This is an optimization exercise on Yosys and OpenROAD, whose aim is small area, a short achievable clock period and few clock cycles per item, not a production implementation. Where RTL was checked, it was by simulation tests only, not by an equivalence proof against the original. Power figures rest on the tool's default switching activity, not on a simulated workload.

==> inputs of run B <==
Design k24_xu, start of the top module:
module k24_xu (
    input             clk,
    input             rst,           
    input             in_valid,
    output            in_ready,
    input      [23:0] in_instr,      
    input      [23:0] in_wa,         
    input      [23:0] in_wb,         
    input      [23:0] in_wd,         
    input             in_ovt,        
    output reg        out_valid,
    output reg        out_we,        
    output reg [3:0]  out_rd,        
    output reg [23:0] out_wdata,
    output     [3:0]  out_flags,     
    output reg        out_exc,
    output     [15:0] out_ecause     
);
    localparam OP_NOP  = 8'h00, OP_ADD  = 8'h01, OP_ADC  = 8'h02, OP_SUB  = 8'h03,
               OP_SBC  = 8'h04, OP_AND  = 8'h05, OP_OR   = 8'h06, OP_XOR  = 8'h07,
               OP_SHL  = 8'h08, OP_SHR  = 8'h09, OP_SAR  = 8'h0A, OP_ROR  = 8'h0B,
               OP_MIN  = 8'h0C, OP_MAX  = 8'h0D, OP_ADDS = 8'h0E, OP_SUBS = 8'h0F,
               OP_ADDI = 8'h10, OP_ANDI = 8'h11, OP_ORI  = 8'h12, OP_XORI = 8'h13,
               OP_SHLI = 8'h14, OP_SHRI = 8'h15, OP_SARI = 8'h16, OP_CMPI = 8'h17,
               OP_CMP  = 8'h18, OP_TST  = 8'h19, OP_LDK  = 8'h1A, OP_LDH  = 8'h1B,
               OP_NEG  = 8'h1D, OP_ABS  = 8'h1E, OP_CLZ  = 8'h1F,
               OP_MUL  = 8'h30, OP_MULU = 8'h31, OP_MULF = 8'h32, OP_MAC  = 8'h33,
               OP_MACF = 8'h34, OP_MSU  = 8'h35, OP_MFH  = 8'h36, OP_MFL  = 8'h37,
               OP_MFR  = 8'h38, OP_MTA  = 8'h39, OP_DIV  = 8'h3A, OP_DIVU = 8'h3B;
    reg  [3:0]  flags;                   
    reg  [47:0] acc;                     
    wire        fN = flags[3], fZ = flags[2], fC = flags[1], fV = flags[0];
    assign out_flags = flags;
    reg  [7:0]  e_det;
    reg         e_c0, e_c1;
    assign out_ecause = {e_det, 5'd0, e_c1, e_c1, e_c0};
    reg         rdy;
    assign in_ready = rdy;
    wire accept = in_valid && rdy && !rst;
    wire [7:0]  i_op    = in_instr[23:16];
    wire [3:0]  i_d     = in_instr[15:12];
    wire [3:0]  i_a     = in_instr[11:8];
    wire [3:0]  i_b     = in_instr[7:4];
    wire [3:0]  i_lo    = in_instr[3:0];
  ...
make LEC_CHECK=0 ABC_AREA=1 CAP_MARGIN=20 CORE_MARGIN=2 CORE_UTILIZATION=60 PLACE_DENSITY=0.75 SLEW_MARGIN=20 finish   # period 16.0 ns
run.sh (not shown) runs the stock make flow with config.mk's settings and CLKGATE_MAP_FILE= SYNTH_SCRIPT=/design/flow/synth_recipe.tcl, a recipe that flattens the netlist after the stock synthesis.
==> run C: changes against run B <==
- CAP_MARGIN: 20 -> 60
- SLEW_MARGIN: 20 -> 80
==> run R: changes against run B <==
- CORE_UTILIZATION: 60 -> 40
- PLACE_DENSITY: 0.75 -> not set
==> summary of the runs <==
The highest register-to-register slack belongs to run C, the lowest to run R.
Run B finished with timing, DRC and antenna clean. Run R finished clean. Run C produced a clean layout.
The lowest power belongs to run B, the highest to run C.
Global-route usage, highest first: run C, run B, run R.
In run R the count of clock-buffer cells in the layout is higher than in run B, by 6.
Hold slack is about the same in run B and run C.
Of run C and run R, run R has the higher routed wire length (gap about 2%, measured against run R).
==> figures <==
quantity	run R	run B	run C
Via count of the first global-routing pass	39600	39600	41300
Final standard cell area without fillers	47600 sq um	46700 sq um	50800 sq um
Max transition margin	0.270	0.196	-
Minimum clock period after layout	7.38 ns	7.30 ns	6.34 ns
WP depth	33	33	52
Met3 capacity usage during global routing	0.0893	0.159	0.174
Iteration-0 DRC Markers	4910	6120	6107
Crit path max-delay cell type	sky130_fd_sc_hd__clkinv_1	sky130_fd_sc_hd__o21ai_0	sky130_fd_sc_hd__dfxtp_2
Global route hottest layer	met2	met1	met2
Footprint of the multi-input gates	29800 sq um	29800 sq um	31600 sq um
Result of the run	finished clean	finished clean	finished clean
Endpoint with the worst hold slack	out_rd[0]	out_rd[3]	out_rd[0]
Largest net degree at the start of global routing	84	84	52
No functional check of the RTL was part of any run of this note.

==> run a <==
k24_xu, a different RTL version from the one above (not shown whole).
clock: 16.0 ns
lec_check: 0
abc_area: 1
cap_margin: 20
core_margin: 2
core_utilization: 60
place_density: 0.75
slew_margin: 20
standard.sh (not shown) runs the stock make flow with config.mk's settings and CLKGATE_MAP_FILE= SYNTH_SCRIPT=/design/flow/synth_recipe.tcl, a recipe that flattens the netlist after the stock synthesis.
==> flow/flow/run.sh <==
#!/bin/bash
set -euo pipefail
cd "$(dirname "$0")/.."
bash standard.sh SETUP_SLACK_MARGIN=11.5 'BUFFER_PORTS_ARGS=-buffer_cell sky130_fd_sc_hd__buf_4' finish > standard_flow.log 2>&1
==> run b: changes against run a <==
--- a/flow/design.v
+++ b/flow/design.v
@@ -284,43 +284,31 @@
     wire [23:0] ds_amag = ds_an ? sum : a;
     wire        ds_zero = (zb0 == 5'd24) && !b[23];
     wire [5:0]  ds_m    = {1'b0, zb0} - {1'b0, za0} + {5'd0, ds_an};
     wire [4:0]  ds_s    = (ds_m[5] || ds_zero) ? 5'd1 : (ds_m[4:0] | 5'd1);
     wire [27:0] ds_d    = {{4{ds_bn}}, b} << ds_s;
     wire [27:0] ds_e    = ds_bn ? ds_d : ~ds_d;
     reg         dv_busy;
     reg  [3:0]  dv_cnt;
-    reg  [2:0]  e_hi;
-    wire [23:0] dv_rem = a0;
-    wire [26:0] dv_e   = {e_hi, by0};
+    reg  [23:0] dv_rem, dv_q;
+    reg  [26:0] dv_e;
     reg         dv_ci;
     reg         dv_sgn, dv_neg, dv_an, dv_zero;
     reg  [3:0]  dv_rd;
-    wire [23:0] it_e1  = dv_e[23:0];
-    wire [23:0] it_e2  = dv_e[24:1];
-    wire        it_f1  = (dv_e[26:24] == 3'b111);
-    wire        it_f2  = (dv_e[26:25] == 2'b11);
-    wire [25:0] it_u1  = {1'b0, dv_rem, 1'b1} + {1'b0, it_e1, dv_ci};
+    wire [25:0] it_u1  = {1'b0, dv_rem, 1'b1} + {1'b0, dv_e[23:0], dv_ci};
     wire [24:0] it_t1  = it_u1[25:1];
-    wire        it_g1  = it_t1[24] && it_f1;
-    wire [25:0] it_u2a = {1'b0, dv_rem, 1'b1} + {1'b0, it_e2, dv_ci};
-    wire [24:0] it_t2a = it_u2a[25:1];
-    wire        it_g2a = it_t2a[24] && it_f2;
-    wire [23:0] it_cs  = dv_rem ^ it_e1 ^ it_e2;
-    wire [23:0] it_cc  = (dv_rem & it_e1) | (dv_rem & it_e2) | (it_e1 & it_e2);
-    wire [26:0] it_u2b = {2'b0, it_cs, 1'b1} + {1'b0, it_cc, dv_ci, dv_ci};
-    wire [25:0] it_t2b = it_u2b[26:1];           
-    wire        it_g2b = it_t2b[25] && it_f2;
-    wire        it_g2  = it_g1 ? it_g2b : it_g2a;
-    wire [23:0] it_r2  = it_g1 ? (it_g2b ? it_t2b[23:0] : it_t1[23:0]) :
-                                 (it_g2a ? it_t2a[23:0] : dv_rem);
-    wire [23:0] it_q   = {data1[21:0], it_g1, it_g2};
+    wire        it_g1  = it_t1[24] && (dv_e[26:24] == 3'b111);
+    wire [23:0] it_r1  = it_g1 ? it_t1[23:0] : dv_rem;
+    wire [25:0] it_u2  = {1'b0, it_r1, 1'b1} + {1'b0, dv_e[24:1], dv_ci};
+    wire [24:0] it_t2  = it_u2[25:1];
+    wire        it_g2  = it_t2[24] && (dv_e[26:25] == 2'b11);
+    wire [23:0] it_r2  = it_g2 ? it_t2[23:0] : it_r1;
+    wire [23:0] it_q   = {dv_q[21:0], it_g1, it_g2};
     wire        dv_last = dv_busy && (dv_cnt == 4'd1);
-    wire        it_next = s1_div || (dv_busy && !dv_last);    
     wire [49:0] acc_e  = {{2{acc[47]}}, acc};
     wire [49:0] acc_x  = mac1 ? acc_e : {26'd0, data1 ^ {24{dneg1}}};
     wire [49:0] m_s    = acc_x ^ cs1 ^ cc1;
     wire [49:0] m_c    = (acc_x & cs1) | (acc_x & cc1) | (cs1 & cc1);
     wire [49:0] m_t;
     wire        m_co;
     k24_xu_add #(50) acc_add (.a(m_s), .b({m_c[48:0], 1'b0}), .ci(dneg1), .s(m_t), .co(m_co));
     wire [49:0] m_r    = m_t;
@@ -335,34 +323,33 @@
     wire [3:0]  flags2  = {nz1 ? data1[23] : fN,
                            (nz1 || zo1) ? z2 : fZ,
                            sc1 ? c1 : fC,
                            sv1 ? vv1 : mfr1 ? mfr_sat : fV};
     always @(posedge clk) begin
         op0   <= i_op;
         d0    <= i_d;
         lg0   <= i_legal;
-        a0    <= !it_next ? in_wa : s1_div ? ds_amag : it_r2;
-        by0   <= !it_next ? (i_yinv ? ~i_b_val : i_b_val) :
-                 s1_div ? ds_e[23:0] : {e_hi[1:0], by0[23:2]};
+        a0    <= in_wa;
+        by0   <= i_yinv ? ~i_b_val : i_b_val;
         ovt0  <= in_ovt;
         xz0   <= i_xz;
         xk0   <= !i_xz;
         cinc0 <= i_cinc;
         cin10 <= i_cin1;
         mulu0 <= i_mulu;
         one0  <= i_one;
         two0  <= i_two;
         neg0  <= i_neg;
         za0   <= i_za;
         zb0   <= i_zb;
         cs1    <= mt_s;
         cc1    <= mt_c;
         rd1    <= dv_busy ? dv_rd : d0;
-        data1  <= dv_busy ? it_q : s1_div ? 24'd0 : lg0 ? r_data : {16'd0, op0};
+        data1  <= dv_busy ? it_q : lg0 ? r_data : {16'd0, op0};
         dq1    <= dv_busy;
         dneg1  <= dv_busy && dv_neg;
         dsat1  <= dv_busy && dv_sgn && !dv_neg;
         dz1    <= dv_busy && dv_zero;
         dan1   <= dv_zero && dv_an;
         ill1   <= !dv_busy && !lg0;
         we1    <= dv_busy || (lg0 && r_we);
         nz1    <= !dv_busy && lg0 && r_nz;
@@ -373,21 +360,25 @@
         vv1    <= r_v;
         mfr1   <= !dv_busy && lg0 && r_mfr;
         mfh1   <= !dv_busy && lg0 && r_mfh;
         mfl1   <= !dv_busy && lg0 && r_mfl;
         mac1   <= !dv_busy && r_mac;
         accwe1 <= !dv_busy && lg0 && r_accwe;
         ovt1   <= !dv_busy && lg0 && r_mac && ovt0;
         if (s1_div) begin
-            e_hi    <= ds_e[26:24];
+            dv_rem  <= ds_amag;
+            dv_q    <= 24'd0;
+            dv_e    <= ds_e[26:0];
             dv_ci   <= !ds_bn;
             dv_cnt  <= ds_s[4:1] + 4'd1;
         end else begin
-            e_hi    <= {2'b11, e_hi[2]};
+            dv_rem  <= it_r2;
+            dv_q    <= it_q;
+            dv_e    <= {2'b11, dv_e[26:2]};
             dv_cnt  <= dv_cnt - 4'd1;
         end
         if (s1_div) begin
             dv_sgn  <= ds_sgn;
             dv_neg  <= ds_an ^ ds_bn;
             dv_an   <= ds_an;
             dv_zero <= ds_zero;
             dv_rd   <= d0;
==> flow/flow/run.sh (replaced) <==
#!/bin/bash
set -euo pipefail
cd "$(dirname "$0")/.."
bash standard.sh SETUP_SLACK_MARGIN=11.5 finish > standard_flow.log 2>&1
==> impl_metrics.tcl <==
set metrics [dict create \
    powerClk_w 0.00102 \
    syn_area_per_cell_sq_um 7.09 \
    seq_share 0.158 \
    drive_gt1_frac 0.104 \
    status "timing/DRC/antenna clean" \
    wl_met3_um 30700 \
    gr-usage-met2 0.655 \
]
# the run above: run a

==> impl_metrics.tcl <==
set metrics [dict create \
    place.gp.congestion 1.03 \
    wl_met3_um 27900 \
    dpl_cell_area_sq_mm 0.0461 \
    drive_gt1_frac 0.135 \
    cts-buffers-inserted 48 \
    seq_share 0.176 \
    syn_area_per_cell_sq_um 7.20 \
    status "timing/DRC/antenna clean" \
    path_buf_inv 14 \
    dpl.cell_count 6962 \
    path_clk_slew_ns 0.06 \
    powerClk_w 0.00117 \
]
# the run above: run b

Testbench counts of run a, summed over its fixed seeds: cycles 39,242, instrs 32,000.
Testbench counts of run b, summed over its fixed seeds: cycles 39,242, instrs 32,000.

==> inputs of exp/raven <==
k24_xu, a different RTL version from the one above (not shown whole).
// k24_xu
module k24_xu (
    input             clk,
    input             rst,           
    input             in_valid,
    output            in_ready,
    input      [23:0] in_instr,      
    input      [23:0] in_wa,         
    input      [23:0] in_wb,         
    input      [23:0] in_wd,         
    input             in_ovt,        
    output reg        out_valid,
    output reg        out_we,        
    output reg [3:0]  out_rd,        
    output reg [23:0] out_wdata,
    output     [3:0]  out_flags,     
    output reg        out_exc,
    output     [15:0] out_ecause     
);
    localparam OP_NOP  = 8'h00, OP_ADD  = 8'h01, OP_ADC  = 8'h02, OP_SUB  = 8'h03,
               OP_SBC  = 8'h04, OP_AND  = 8'h05, OP_OR   = 8'h06, OP_XOR  = 8'h07,
               OP_SHL  = 8'h08, OP_SHR  = 8'h09, OP_SAR  = 8'h0A, OP_ROR  = 8'h0B,
               OP_MIN  = 8'h0C, OP_MAX  = 8'h0D, OP_ADDS = 8'h0E, OP_SUBS = 8'h0F,
               OP_ADDI = 8'h10, OP_ANDI = 8'h11, OP_ORI  = 8'h12, OP_XORI = 8'h13,
               OP_SHLI = 8'h14, OP_SHRI = 8'h15, OP_SARI = 8'h16, OP_CMPI = 8'h17,
               OP_CMP  = 8'h18, OP_TST  = 8'h19, OP_LDK  = 8'h1A, OP_LDH  = 8'h1B,
               OP_NEG  = 8'h1D, OP_ABS  = 8'h1E, OP_CLZ  = 8'h1F,
               OP_MUL  = 8'h30, OP_MULU = 8'h31, OP_MULF = 8'h32, OP_MAC  = 8'h33,
               OP_MACF = 8'h34, OP_MSU  = 8'h35, OP_MFH  = 8'h36, OP_MFL  = 8'h37,
               OP_MFR  = 8'h38, OP_MTA  = 8'h39, OP_DIV  = 8'h3A, OP_DIVU = 8'h3B;
    reg  [3:0]  flags;                   
    reg  [47:0] acc;                     
    wire        fN = flags[3], fZ = flags[2], fC = flags[1], fV = flags[0];
    assign out_flags = flags;
    reg  [7:0]  e_det;
    reg         e_c0, e_c1;
    assign out_ecause = {e_det, 5'd0, e_c1, e_c1, e_c0};
    reg         rdy;
    assign in_ready = rdy;
    wire accept = in_valid && rdy && !rst;
    wire [7:0]  i_op    = in_instr[23:16];
    wire [3:0]  i_d     = in_instr[15:12];
    wire [3:0]  i_a     = in_instr[11:8];
    wire [3:0]  i_b     = in_instr[7:4];
    wire [3:0]  i_lo    = in_instr[3:0];
    wire [7:0]  i_imm8  = in_instr[7:0];
  ...
==> flow/config.mk <==
export PLATFORM = sky130hd
export DESIGN_NAME = k24_xu
export DESIGN_NICKNAME = k24_xu
export VERILOG_FILES = /design/flow/design.v
export SDC_FILE = /design/flow/constraint.sdc
export NUM_CORES = 4
export LEC_CHECK = 0
export ABC_AREA = 1
export CAP_MARGIN = 60
export CORE_MARGIN = 2
export CORE_UTILIZATION = 60
export PLACE_DENSITY = 0.75
export SLEW_MARGIN = 80
==> flow/constraint.sdc <==
create_clock -name core_clock -period 16.0 [get_ports {clk}]
set_input_delay 3.2000 -clock core_clock [delete_from_list [all_inputs] [get_ports {clk}]]
set_output_delay 3.2000 -clock core_clock [all_outputs]
set_load 0.01 [all_outputs]
==> flow/flow/run.sh <==
#!/bin/bash
set -euo pipefail
cd "$(dirname "$0")/.."
bash standard.sh SETUP_SLACK_MARGIN=11.5 finish > standard_flow.log 2>&1
==> exp/maple (differences from exp/raven) <==
==> flow/run.sh (new file) <==
#!/bin/bash
# synth_recipe.tcl (not shown) runs the flow's synth.tcl, then flattens the netlist and writes it again
# the make line also repeats each setting of config.mk as NAME=value (left out here)
make -C /OpenROAD-flow-scripts/flow DESIGN_CONFIG=/design/flow/config.mk WORK_HOME=/design/flow/orfs CLKGATE_MAP_FILE= SYNTH_SCRIPT=/design/flow/synth_recipe.tcl finish
removed: flow/flow/run.sh
removed: flow/standard.sh
==> qor summary <==
metric                                                           exp/raven       exp/maple
Multi-input logic portion of the cell area                           0.620           0.631
Run status                                                  finished clean  finished clean
End-of-flow core utilization                                         0.731           0.702
Met2 global-route usage                                              0.638           0.684
Total buffers and inverters traversed by the critical path               6               5
Area occupied by registers                                      9230 sq um      9190 sq um
Delay of the slowest cell on the worst path                        0.24 ns         0.45 ns
Slowest stage cell on the critical path                           a211oi_1        edfxtp_1
DRT Pass-1 Iters                                                         9              12
Routed length on met2                                             73800 um        76300 um
Post-placement worst setup slack                                   9.66 ns        10.11 ns
Setup repair after global routing missed its margin                   true           false
Clock-net power                                                    1.23 mW         1.22 mW
Worst hold slack after final layout                               0.318 ns        0.322 ns
Switching Power                                                    1.95 mW         1.81 mW
Worst path required time                                          16.54 ns        16.51 ns
Clock transition at the registers of the reported paths            0.07 ns         0.06 ns
Met3 Usage GRT                                                       0.142           0.119
Antenna violations before repair                                        10               4
Testbench counts of exp/raven, summed over its fixed seeds: cycles 39,242, instrs 32,000.
Testbench counts of exp/maple, summed over its fixed seeds: cycles 39,242, instrs 32,000.

==> port drivers added, routing unchanged <==
The results above use ideal ports. As a check the final layouts listed here were re-extracted and re-timed, cells and wires unchanged.
Step 1: set_driving_cell puts a clkbuf_16 on clk and a buf_2 on each other input, an assumption about the parent block.
Step 2 adds t to the input delays and takes it off the output delays; t is the mean of the earliest and latest rising clock arrival at the registers after step 1. Input paths then give back, and output paths get back, about the clock's delay inside the block.
Slacks: ideal ports / drivers / drivers and shift; pairs: ideal ports / drivers.
run | shift t [ns] | setup WS [ns] | worst data-port slew with drivers (ns) | cell pins on the clock port's net
run B of note 1 | 0.695 | 8.704 / 8.704 / 8.704 | 0.09 | 1
run C of note 1 | 0.703 | 9.660 / 9.660 / 9.599 | 0.09 | 1
run R of note 1 | 0.711 | 8.616 / 8.616 / 8.616 | 0.05 | 1
run a of note 2 | 0.657 | 11.273 / 11.278 / 10.621 | 0.09 | 1
run b of note 2 | 0.693 | 11.117 / 11.117 / 10.828 | 0.07 | 1
exp/raven | 0.689 | 11.202 / 11.246 / 10.557 | 0.06 | 1
exp/maple | 0.696 | 10.369 / 10.369 / 9.959 | 0.05 | 1
After both steps every run listed still meets setup and hold. For run a of note 2, which loses most, drivers alone change the setup slack by +0.005 ns; drivers and shift together by -0.652 ns.
